This design comes from an exercise in tuning for small area and a short achievable clock period on the open sky130 flow, not from production work.
At most, simulation tests tie the RTL to the original design; equivalence was not proved.
Power and IR drop assume default switching activity.

## old
==> flow/design.v <==
module dec_unit (
    input  wire         clk,
    input  wire         rst,       
    input  wire         trig,      
    input  wire [1:0]   op,        
    input  wire [127:0] a,
    input  wire [127:0] b,
    output reg  [127:0] r,         
    output wire         done,      
    output reg          cpl,       
    output reg          dov,       
    output reg          exc,       
    output wire [15:0]  detail     
);
    reg [127:0] a_q, b_q;          
    wire [127:0] at = a_q ^ {{32{1'b1}}, 32'd0, {32{1'b1}}, 32'd0};
    wire [127:0] bt = b_q ^ {{32{1'b1}}, 32'd0, {32{1'b1}}, 32'd0};
    reg         chk_q;
    reg [4:0]   cnt;               
    reg         done_q;            
    reg         pre_q;             
    reg         wrn_q;             
    reg         sh_q, lg_q;        
    reg         es_q;              
    reg         na_q;              
    reg         c_q;               
    reg         g_q;               
    reg         z_q;               
    reg         fa_q;              
    reg         inv_q;             
    reg         bop_q;             
    reg [4:0]   bidx_q;            
    assign done   = done_q;
    assign detail = {4'd0, bidx_q, bop_q, 1'b1, 5'd0};
    wire first  = (cnt == 5'd1);
    wire over15 = |(at[127:64] | bt[127:64]);
    wire over23 = |(at[127:96] | bt[127:96]);
    wire p1     = first | (sh_q ? (cnt == 5'd2)
                                : ((cnt[4:2] == 3'd0) & (cnt[1:0] != 2'd0)) | (cnt == 5'd4));
    wire p2     = es_q & ~g_q & (sh_q ? ((cnt == 5'd3) | (cnt == 5'd4))
                                      : ((cnt[4:2] == 3'd1) & (cnt[1:0] != 2'd0)) | (cnt == 5'd8));
    wire half   = first ? ~over15 : (sh_q | (cnt > 5'd8));
    wire fseg   = first | (cnt[0] & (sh_q | cnt[3] | cnt[4] | ~cnt[1]));
    wire nin    = es_q & (p1 | p2);            
    reg [31:0] sl;
    reg [7:0]  bad_a, bad_b, nz;
    reg        c;
    reg [3:0]  x, y, o;
    reg [4:0]  t;
    reg        co, c0, c1;
    integer i;
    always @* begin
        c = first ? es_q : (fseg ? 1'b0 : c_q);
        for (i = 0; i < 8; i = i + 1) begin
            x = at[4*i +: 4];
            y = bt[4*i +: 4];
            if (nin) y = {~(y[3] | y[2] | y[1]), y[2] ^ y[1], y[1], ~y[0]};
            t  = {1'b0, x} + {1'b0, y};
            c0 = t[4] | (t[3] & (t[2] | t[1]));           
            c1 = t[4] | (t[3] & (t[2] | t[1] | t[0]));    
            co = c ? c1 : c0;
            o  = t[3:0] + {1'b0, co, co, c};
            if (p2) o = {~(o[3] | o[2] | o[1]), o[2] ^ o[1], o[1], ~o[0]};
            sl[4*i +: 4] = o;
            bad_a[i] = at[4*i+3] & (at[4*i+2] | at[4*i+1]);
            bad_b[i] = bt[4*i+3] & (bt[4*i+2] | bt[4*i+1]);
            nz[i]    = |o;
            if (i == 0 && fseg) begin
                sl[3:0]  = first ? bt[3:0] : at[3:0];      
                bad_a[0] = ~chk_q & (at[3:0] < 4'hA);
                bad_b[0] = bt[3:0] < 4'hA;
                nz[0]    = 1'b0;
            end else
                c = co;
        end
    end
    function [2:0] low8(input [7:0] v);
        integer j;
        begin
            low8 = 3'd0;
            for (j = 7; j >= 0; j = j - 1)
                if (v[j]) low8 = j[2:0];
        end
    endfunction
    wire [1:0] seg = cnt[1:0] - 2'd1;
    wire       neg_r   = es_q ? (g_q ? (na_q & ~z_q) : ~na_q)
                              : (na_q & ~(z_q & ~g_q));
    wire [3:0] sign_r  = chk_q ? at[3:0] : {3'b110, neg_r};
    wire       cdig    = sh_q & ~es_q & g_q;      
    wire       invalid = inv_q;
    wire       a_bad   = |bad_a;
    wire       b_bad   = |bad_b;
    wire       near    = lg_q ? (cnt == 5'd16) :
                         sh_q ? (cnt == 5'd4) : (cnt == 5'd10);
    wire       fin     = pre_q & ~trig;
    wire       r_wr    = ~(rst | wrn_q | trig);
    wire       r_hold  = ~rst & (wrn_q | trig);
    wire ld_a  = trig & ~op[1];
    wire t_h   = ~trig & half;                 
    wire t_f   = ~trig & ~half;                
    wire na_ld = (a[3:0] == 4'hB) || (a[3:0] == 4'hD);
    wire nb_ld = (b[3:0] == 4'hB) || (b[3:0] == 4'hD);
    always @(posedge clk) begin
        if (trig) begin
            chk_q <= op[1];
            na_q  <= na_ld;
            es_q  <= ~op[1] & (na_ld ^ nb_ld ^ op[0]);
        end
        a_q[31:0]   <=   (a[31:0]   & {32{ld_a}}) | (at[63:32] & {32{~trig}});
        a_q[63:32]  <= ~((a[63:32]  & {32{ld_a}}) | (sl & {32{t_h}}) | (at[95:64] & {32{t_f}}));
        a_q[95:64]  <=   (a[95:64]  & {32{ld_a}}) | (at[127:96] & {32{~trig}});
        a_q[127:96] <= ~((a[127:96] & {32{ld_a}}) | (at[95:64] & {32{t_h}}) | (sl & {32{t_f}}));
        b_q <= ((b & {128{trig}}) | ({32'd0, bt[127:32]} & {128{~trig}}))
             ^ {{32{1'b1}}, 32'd0, {32{1'b1}}, 32'd0};
        if (first) begin
            sh_q <= ~over15;
            lg_q <= over23;
        end
        c_q <= c;
        if (p1) begin
            g_q  <= c;
            z_q  <= ~(|nz) & (first | z_q);
            fa_q <= a_bad | (fa_q & ~first);
            inv_q <= a_bad | b_bad | (inv_q & ~first);
            if (a_bad & (~fa_q | first)) begin
                bop_q  <= 1'b0;
                bidx_q <= {seg, low8(bad_a)};
            end else if (b_bad & (~inv_q | first)) begin
                bop_q  <= 1'b1;
                bidx_q <= {seg, low8(bad_b)};
            end
        end
        cnt    <= trig ? 5'd1 : cnt + 5'd1;
        dov    <= ~invalid & ~es_q & g_q & lg_q;
        exc    <= invalid;
        pre_q <= ~rst & ~trig & ~done_q & near;
        wrn_q <= ~(~rst & ~trig & ~done_q & near & ~inv_q);  
        r <= ({at[127:65], at[64] | cdig, at[63:4], sign_r} & {128{r_wr}})
           | (r & {128{r_hold}});
        if (rst) begin
            done_q <= 1'b1;
            cpl    <= 1'b0;
        end else begin
            done_q <= ~trig & (done_q | pre_q);
            cpl    <= fin;
        end
    end
endmodule
Settings: LEC_CHECK=0, CAP_MARGIN=20, CORE_MARGIN=2, CORE_UTILIZATION=65, SLEW_MARGIN=60; clock period 70.0 ns.
standard.sh (not shown) runs the stock make flow with config.mk's settings and CLKGATE_MAP_FILE= SYNTH_SCRIPT=/design/flow/synth_recipe.tcl, a recipe that flattens the netlist after the stock synthesis.
==> flow/flow/run.sh <==
#!/bin/bash
# Standard ORFS layout, with the port buffers made from the smallest buffer
# cell (every input and output port still gets its own buffer), and a clock
# tree of larger sink clusters from small buffers, without dummy loads.
set -euo pipefail
export BUFFER_PORTS_ARGS="-buffer_cell sky130_fd_sc_hd__buf_1"
export CTS_ARGS="-sink_clustering_enable -repair_clock_nets -dont_use_dummy_load -sink_clustering_size 14 -sink_clustering_max_diameter 90 -buf_list {sky130_fd_sc_hd__clkbuf_4 sky130_fd_sc_hd__clkbuf_8}"
bash standard.sh > standard.log 2>&1
Modified inputs, new compared to old
==> flow/design.v <==
module dec_unit (
    input  wire         clk,
    input  wire         rst,       
    input  wire         trig,      
    input  wire [1:0]   op,        
    input  wire [127:0] a,
    input  wire [127:0] b,
    output reg  [127:0] r,         
    output wire         done,      
    output reg          cpl,       
    output reg          dov,       
    output reg          exc,       
    output wire [15:0]  detail     
);
    reg [127:0] a_q, b_q;          
    reg         chk_q;
    reg [4:0]   cnt;               
    reg         done_q;            
    reg         pre_q;             
    reg         wr_q;              
    reg         sh_q, lg_q;        
    reg         es_q;              
    reg         na_q;              
    reg         c_q;               
    reg         g_q;               
    reg         z_q;               
    reg         fa_q;              
    reg         inv_q;             
    reg         bop_q;             
    reg [4:0]   bidx_q;            
    assign done   = done_q;
    assign detail = {4'd0, bidx_q, bop_q, 1'b1, 5'd0};
    wire first  = (cnt == 5'd1);
    wire over15 = |(a_q[127:64] | b_q[127:64]);
    wire over23 = |(a_q[127:96] | b_q[127:96]);
    wire p1     = first | (sh_q ? (cnt == 5'd2)
                                : ((cnt[4:2] == 3'd0) & (cnt[1:0] != 2'd0)) | (cnt == 5'd4));
    wire p2     = es_q & ~g_q & (sh_q ? ((cnt == 5'd3) | (cnt == 5'd4))
                                      : ((cnt[4:2] == 3'd1) & (cnt[1:0] != 2'd0)) | (cnt == 5'd8));
    wire half   = first ? ~over15 : (sh_q | (cnt > 5'd8));
    wire fseg   = first | (cnt[0] & (sh_q | cnt[3] | cnt[4] | ~cnt[1]));
    wire nin    = es_q & (p1 | p2);            
    reg [31:0] sl;
    reg [7:0]  bad_a, bad_b, nz;
    reg        c;
    reg [3:0]  x, y, o;
    reg [4:0]  t;
    reg        co, c0, c1;
    integer i;
    always @* begin
        c = first ? es_q : (fseg ? 1'b0 : c_q);
        for (i = 0; i < 8; i = i + 1) begin
            x = a_q[4*i +: 4];
            y = b_q[4*i +: 4];
            if (nin) y = {~(y[3] | y[2] | y[1]), y[2] ^ y[1], y[1], ~y[0]};
            t  = {1'b0, x} + {1'b0, y};
            c0 = t[4] | (t[3] & (t[2] | t[1]));           
            c1 = t[4] | (t[3] & (t[2] | t[1] | t[0]));    
            co = c ? c1 : c0;
            o  = t[3:0] + {1'b0, co, co, c};
            if (p2) o = {~(o[3] | o[2] | o[1]), o[2] ^ o[1], o[1], ~o[0]};
            sl[4*i +: 4] = o;
            bad_a[i] = a_q[4*i+3] & (a_q[4*i+2] | a_q[4*i+1]);
            bad_b[i] = b_q[4*i+3] & (b_q[4*i+2] | b_q[4*i+1]);
            nz[i]    = |o;
            if (i == 0 && fseg) begin
                sl[3:0]  = first ? b_q[3:0] : a_q[3:0];    
                bad_a[0] = ~chk_q & (a_q[3:0] < 4'hA);
                bad_b[0] = b_q[3:0] < 4'hA;
                nz[0]    = 1'b0;
            end else
                c = co;
        end
    end
    function [2:0] low8(input [7:0] v);
        integer j;
        begin
            low8 = 3'd0;
            for (j = 7; j >= 0; j = j - 1)
                if (v[j]) low8 = j[2:0];
        end
    endfunction
    wire [1:0] seg = cnt[1:0] - 2'd1;
    wire       neg_r   = es_q ? (g_q ? (na_q & ~z_q) : ~na_q)
                              : (na_q & ~(z_q & ~g_q));
    wire [3:0] sign_r  = chk_q ? a_q[3:0] : {3'b110, neg_r};
    wire       cdig    = sh_q & ~es_q & g_q;      
    wire       invalid = inv_q;
    wire       a_bad   = |bad_a;
    wire       b_bad   = |bad_b;
    wire       near    = lg_q ? (cnt == 5'd16) :
                         sh_q ? (cnt == 5'd4) : (cnt == 5'd10);
    wire       fin     = pre_q & ~trig;
    wire       r_wr    = ~rst & wr_q & ~trig;
    wire       r_hold  = ~rst & ~(wr_q & ~trig);
    wire ld_a  = trig & ~op[1];
    wire t_h   = ~trig & half;                 
    wire t_f   = ~trig & ~half;                
    wire na_ld = (a[3:0] == 4'hB) || (a[3:0] == 4'hD);
    wire nb_ld = (b[3:0] == 4'hB) || (b[3:0] == 4'hD);
    always @(posedge clk) begin
        if (trig) begin
            chk_q <= op[1];
            na_q  <= na_ld;
            es_q  <= ~op[1] & (na_ld ^ nb_ld ^ op[0]);
        end
        a_q[31:0]   <= (a[31:0]   & {32{ld_a}}) | (a_q[63:32] & {32{~trig}});
        a_q[63:32]  <= (a[63:32]  & {32{ld_a}}) | (sl & {32{t_h}}) | (a_q[95:64] & {32{t_f}});
        a_q[95:64]  <= (a[95:64]  & {32{ld_a}}) | (a_q[127:96] & {32{~trig}});
        a_q[127:96] <= (a[127:96] & {32{ld_a}}) | (a_q[95:64] & {32{t_h}}) | (sl & {32{t_f}});
        b_q <= (b & {128{trig}}) | ({32'd0, b_q[127:32]} & {128{~trig}});
        if (first) begin
            sh_q <= ~over15;
            lg_q <= over23;
        end
        c_q <= c;
        if (p1) begin
            g_q  <= c;
            z_q  <= ~(|nz) & (first | z_q);
            fa_q <= a_bad | (fa_q & ~first);
            inv_q <= a_bad | b_bad | (inv_q & ~first);
            if (a_bad & (~fa_q | first)) begin
                bop_q  <= 1'b0;
                bidx_q <= {seg, low8(bad_a)};
            end else if (b_bad & (~inv_q | first)) begin
                bop_q  <= 1'b1;
                bidx_q <= {seg, low8(bad_b)};
            end
        end
        cnt    <= trig ? 5'd1 : cnt + 5'd1;
        dov    <= ~invalid & ~es_q & g_q & lg_q;
        exc    <= invalid;
        pre_q <= ~rst & ~trig & ~done_q & near;
        wr_q  <= ~rst & ~trig & ~done_q & near & ~inv_q;  
        r <= ({a_q[127:65], a_q[64] | cdig, a_q[63:4], sign_r} & {128{r_wr}})
           | (r & {128{r_hold}});
        if (rst) begin
            done_q <= 1'b1;
            cpl    <= 1'b0;
        end else begin
            done_q <= ~trig & (done_q | pre_q);
            cpl    <= fin;
        end
    end
endmodule
Results
In terms of first-pass GRT wire length, new and old differ only marginally.
old → new: gate count of the mapped netlist lost 186, share of synthesized area spent on multiplexers higher, clock share of power has decreased, detailed-route via count shrank by 3.3%, final design instance area without fill has increased.
Compared new vs old, and met2 capacity usage during global routing is up in new.
The RTL of new was laid out without a check of its function.

Setup of oak:
dec_unit, a different RTL version from the one above (not shown whole).
For scale: ~1700 cells after synthesis, roughly 410 flip-flops.
==> module dec_unit, before the edit <==
module dec_unit (
    input  wire         clk,
    input  wire         rst,       
    input  wire         trig,      
    input  wire [1:0]   op,        
    input  wire [127:0] a,
    input  wire [127:0] b,
    output reg  [127:0] r,         
    output wire         done,      
    output reg          cpl,       
    output reg          dov,       
    output reg          exc,       
    output wire [15:0]  detail     
);
    reg [127:0] a_q, b_q;          
    reg         chk_q;
    reg [4:0]   cnt;               
    reg         done_q;            
    reg         pre_q;             
    reg         wrn_q;             
    reg         sh_q, lg_q;        
    reg         es_q;              
    reg         na_q;              
    reg         c_q;               
    reg         g_q;               
    reg         z_q;               
    reg         fa_q;              
    reg         inv_q;             
    reg         bop_q;             
    reg [4:0]   bidx_q;            
    assign done   = done_q;
    assign detail = {4'd0, bidx_q, bop_q, 1'b1, 5'd0};
    wire first  = (cnt == 5'd1);
    wire over15 = |(a_q[127:64] | b_q[127:64]);
    wire over23 = |(a_q[127:96] | b_q[127:96]);
    wire p1     = first | (sh_q ? (cnt == 5'd2)
                                : ((cnt[4:2] == 3'd0) & (cnt[1:0] != 2'd0)) | (cnt == 5'd4));
    wire p2     = es_q & ~g_q & (sh_q ? ((cnt == 5'd3) | (cnt == 5'd4))
                                      : ((cnt[4:2] == 3'd1) & (cnt[1:0] != 2'd0)) | (cnt == 5'd8));
    wire half   = first ? ~over15 : (sh_q | (cnt > 5'd8));
    wire fseg   = first | (cnt[0] & (sh_q | cnt[3] | cnt[4] | ~cnt[1]));
    wire nin    = es_q & (p1 | p2);            
    reg [31:0] sl;
    reg [7:0]  bad_a, bad_b, nz;
    reg        c;
    reg [3:0]  x, y, o;
    reg [4:0]  t;
    reg        co, c0, c1;
    integer i;
    always @* begin
        c = first ? es_q : (fseg ? 1'b0 : c_q);
        for (i = 0; i < 8; i = i + 1) begin
            x = a_q[4*i +: 4];
            y = b_q[4*i +: 4];
            if (nin) y = {~(y[3] | y[2] | y[1]), y[2] ^ y[1], y[1], ~y[0]};
            t  = {1'b0, x} + {1'b0, y};
            c0 = t[4] | (t[3] & (t[2] | t[1]));           
            c1 = t[4] | (t[3] & (t[2] | t[1] | t[0]));    
            co = c ? c1 : c0;
            o  = t[3:0] + {1'b0, co, co, c};
            if (p2) o = {~(o[3] | o[2] | o[1]), o[2] ^ o[1], o[1], ~o[0]};
            sl[4*i +: 4] = o;
            bad_a[i] = a_q[4*i+3] & (a_q[4*i+2] | a_q[4*i+1]);
            bad_b[i] = b_q[4*i+3] & (b_q[4*i+2] | b_q[4*i+1]);
            nz[i]    = |o;
            if (i == 0 && fseg) begin
                sl[3:0]  = first ? b_q[3:0] : a_q[3:0];    
                bad_a[0] = ~chk_q & (a_q[3:0] < 4'hA);
                bad_b[0] = b_q[3:0] < 4'hA;
                nz[0]    = 1'b0;
            end else
                c = co;
        end
    end
    function [2:0] low8(input [7:0] v);
        integer j;
        begin
            low8 = 3'd0;
            for (j = 7; j >= 0; j = j - 1)
                if (v[j]) low8 = j[2:0];
        end
    endfunction
    wire [1:0] seg = cnt[1:0] - 2'd1;
    wire       neg_r   = es_q ? (g_q ? (na_q & ~z_q) : ~na_q)
                              : (na_q & ~(z_q & ~g_q));
    wire [3:0] sign_r  = chk_q ? a_q[3:0] : {3'b110, neg_r};
    wire       cdig    = sh_q & ~es_q & g_q;      
    wire       invalid = inv_q;
    wire       a_bad   = |bad_a;
    wire       b_bad   = |bad_b;
    wire       near    = lg_q ? (cnt == 5'd16) :
                         sh_q ? (cnt == 5'd4) : (cnt == 5'd10);
    wire       fin     = pre_q & ~trig;
    wire       r_wr    = ~(rst | wrn_q | trig);
    wire       r_hold  = ~rst & (wrn_q | trig);
    wire ld_a  = trig & ~op[1];
    wire t_h   = ~trig & half;                 
    wire t_f   = ~trig & ~half;                
    wire na_ld = (a[3:0] == 4'hB) || (a[3:0] == 4'hD);
    wire nb_ld = (b[3:0] == 4'hB) || (b[3:0] == 4'hD);
    always @(posedge clk) begin
        if (trig) begin
            chk_q <= op[1];
            na_q  <= na_ld;
            es_q  <= ~op[1] & (na_ld ^ nb_ld ^ op[0]);
        end
        a_q[31:0]   <= (a[31:0]   & {32{ld_a}}) | (a_q[63:32] & {32{~trig}});
        a_q[63:32]  <= (a[63:32]  & {32{ld_a}}) | (sl & {32{t_h}}) | (a_q[95:64] & {32{t_f}});
        a_q[95:64]  <= (a[95:64]  & {32{ld_a}}) | (a_q[127:96] & {32{~trig}});
        a_q[127:96] <= (a[127:96] & {32{ld_a}}) | (a_q[95:64] & {32{t_h}}) | (sl & {32{t_f}});
        b_q <= (b & {128{trig}}) | ({32'd0, b_q[127:32]} & {128{~trig}});
        if (first) begin
            sh_q <= ~over15;
            lg_q <= over23;
        end
        c_q <= c;
        if (p1) begin
            g_q  <= c;
            z_q  <= ~(|nz) & (first | z_q);
            fa_q <= a_bad | (fa_q & ~first);
            inv_q <= a_bad | b_bad | (inv_q & ~first);
            if (a_bad & (~fa_q | first)) begin
                bop_q  <= 1'b0;
                bidx_q <= {seg, low8(bad_a)};
            end else if (b_bad & (~inv_q | first)) begin
                bop_q  <= 1'b1;
                bidx_q <= {seg, low8(bad_b)};
            end
        end
        cnt    <= trig ? 5'd1 : cnt + 5'd1;
        dov    <= ~invalid & ~es_q & g_q & lg_q;
        exc    <= invalid;
        pre_q <= ~rst & ~trig & ~done_q & near;
        wrn_q <= ~(~rst & ~trig & ~done_q & near & ~inv_q);  
        r <= ({a_q[127:65], a_q[64] | cdig, a_q[63:4], sign_r} & {128{r_wr}})
           | (r & {128{r_hold}});
        if (rst) begin
            done_q <= 1'b1;
            cpl    <= 1'b0;
        end else begin
            done_q <= ~trig & (done_q | pre_q);
            cpl    <= fin;
        end
    end
endmodule
==> flow/config.mk <==
export PLATFORM = sky130hd
export DESIGN_NAME = dec_unit
export DESIGN_NICKNAME = dec_unit
export VERILOG_FILES = /design/flow/design.v
export SDC_FILE = /design/flow/constraint.sdc
export NUM_CORES = 4
export LEC_CHECK = 0
export CAP_MARGIN = 20
export CORE_MARGIN = 2
export CORE_UTILIZATION = 65
export SLEW_MARGIN = 60
==> flow/constraint.sdc <==
create_clock -name core_clock -period 70.0 [get_ports {clk}]
set_input_delay 14.0000 -clock core_clock [delete_from_list [all_inputs] [get_ports {clk}]]
set_output_delay 14.0000 -clock core_clock [all_outputs]
set_load 0.01 [all_outputs]
Scripts as last shown in full above: flow/flow/run.sh
> inputs changed (oak -> pine)
--- a/flow/design.v
+++ b/flow/design.v
@@ -15,19 +15,18 @@
     reg [127:0] a_q, b_q;          
     reg         chk_q;
     reg [4:0]   cnt;               
     reg         done_q;            
     reg         pre_q;             
-    reg         wrn_q;             
+    reg         wr_q;              
     reg         sh_q, lg_q;        
     reg         es_q;              
     reg         na_q;              
     reg         c_q;               
     reg         g_q;               
     reg         z_q;               
     reg         fa_q;              
-    reg         inv_q;             
     reg         bop_q;             
     reg [4:0]   bidx_q;            
     assign done   = done_q;
     assign detail = {4'd0, bidx_q, bop_q, 1'b1, 5'd0};
     wire first  = (cnt == 5'd1);
@@ -83,18 +82,18 @@
     wire [1:0] seg = cnt[1:0] - 2'd1;
     wire       neg_r   = es_q ? (g_q ? (na_q & ~z_q) : ~na_q)
                               : (na_q & ~(z_q & ~g_q));
     wire [3:0] sign_r  = chk_q ? a_q[3:0] : {3'b110, neg_r};
     wire       cdig    = sh_q & ~es_q & g_q;      
-    wire       invalid = inv_q;
+    wire       invalid = exc;
     wire       a_bad   = |bad_a;
     wire       b_bad   = |bad_b;
     wire       near    = lg_q ? (cnt == 5'd16) :
                          sh_q ? (cnt == 5'd4) : (cnt == 5'd10);
     wire       fin     = pre_q & ~trig;
-    wire       r_wr    = ~(rst | wrn_q | trig);
-    wire       r_hold  = ~rst & (wrn_q | trig);
+    wire       r_wr    = ~rst & wr_q & ~trig;
+    wire       r_hold  = ~rst & ~(wr_q & ~trig);
     wire ld_a  = trig & ~op[1];
     wire t_h   = ~trig & half;                 
     wire t_f   = ~trig & ~half;                
     wire na_ld = (a[3:0] == 4'hB) || (a[3:0] == 4'hD);
     wire nb_ld = (b[3:0] == 4'hB) || (b[3:0] == 4'hD);
@@ -116,24 +115,23 @@
         c_q <= c;
         if (p1) begin
             g_q  <= c;
             z_q  <= ~(|nz) & (first | z_q);
             fa_q <= a_bad | (fa_q & ~first);
-            inv_q <= a_bad | b_bad | (inv_q & ~first);
+            exc  <= a_bad | b_bad | (exc & ~first);
             if (a_bad & (~fa_q | first)) begin
                 bop_q  <= 1'b0;
                 bidx_q <= {seg, low8(bad_a)};
-            end else if (b_bad & (~inv_q | first)) begin
+            end else if (b_bad & (~exc | first)) begin
                 bop_q  <= 1'b1;
                 bidx_q <= {seg, low8(bad_b)};
             end
         end
         cnt    <= trig ? 5'd1 : cnt + 5'd1;
         dov    <= ~invalid & ~es_q & g_q & lg_q;
-        exc    <= invalid;
         pre_q <= ~rst & ~trig & ~done_q & near;
-        wrn_q <= ~(~rst & ~trig & ~done_q & near & ~inv_q);  
+        wr_q  <= ~rst & ~trig & ~done_q & near & ~exc;    
         r <= ({a_q[127:65], a_q[64] | cdig, a_q[63:4], sign_r} & {128{r_wr}})
            | (r & {128{r_hold}});
         if (rst) begin
             done_q <= 1'b1;
             cpl    <= 1'b0;
Notes after the runs:
pine completed every stage of the flow, and the final layout passed the timing, DRC and antenna checks. Compared with oak, in pine final period demand of the worst path moved down; total die area moved down. The die span in y of pine is lower than that of oak. oak has higher total global routing track utilization than pine. Row clock group share of total power: pine lower / oak higher. Reported for pine and oak, number of buffers added to fix hold violations after cts turned out identical to the last digit.
No functional check of the RTL was part of oak.

[separate check: timing with driven ports]
The flow's constraints put no driver on any port. The routed layouts listed below were extracted and timed again, unchanged, in two steps. Step 1 (the two cells are an assumption about what drives the block):
set clk [get_ports {clk}]
set_driving_cell -lib_cell sky130_fd_sc_hd__clkbuf_16 $clk
set_driving_cell -lib_cell sky130_fd_sc_hd__buf_2 [delete_from_list [all_inputs] $clk]
Step 2 adds t to the input delays and takes it off the output delays; t is the mean of the earliest and latest rising clock arrival at the registers after step 1. Input paths then give back, and output paths get back, about the clock's delay inside the block. Slacks: no drivers / after step 1 / after step 2; pairs: no drivers / after step 1.
run	t (ns)	setup slack, ns	cell pins on the clock port's net
old	0.583	54.601 / 54.590 / 54.007	1
new	0.597	54.332 / 54.344 / 53.747	1
oak	0.611	53.967 / 53.981 / 53.370	1
pine	0.580	54.532 / 54.547 / 53.967	1
After both steps every run listed still meets setup and hold. The setup slack of oak, which loses most, moves by +0.014 ns with the drivers and by -0.597 ns with both steps.
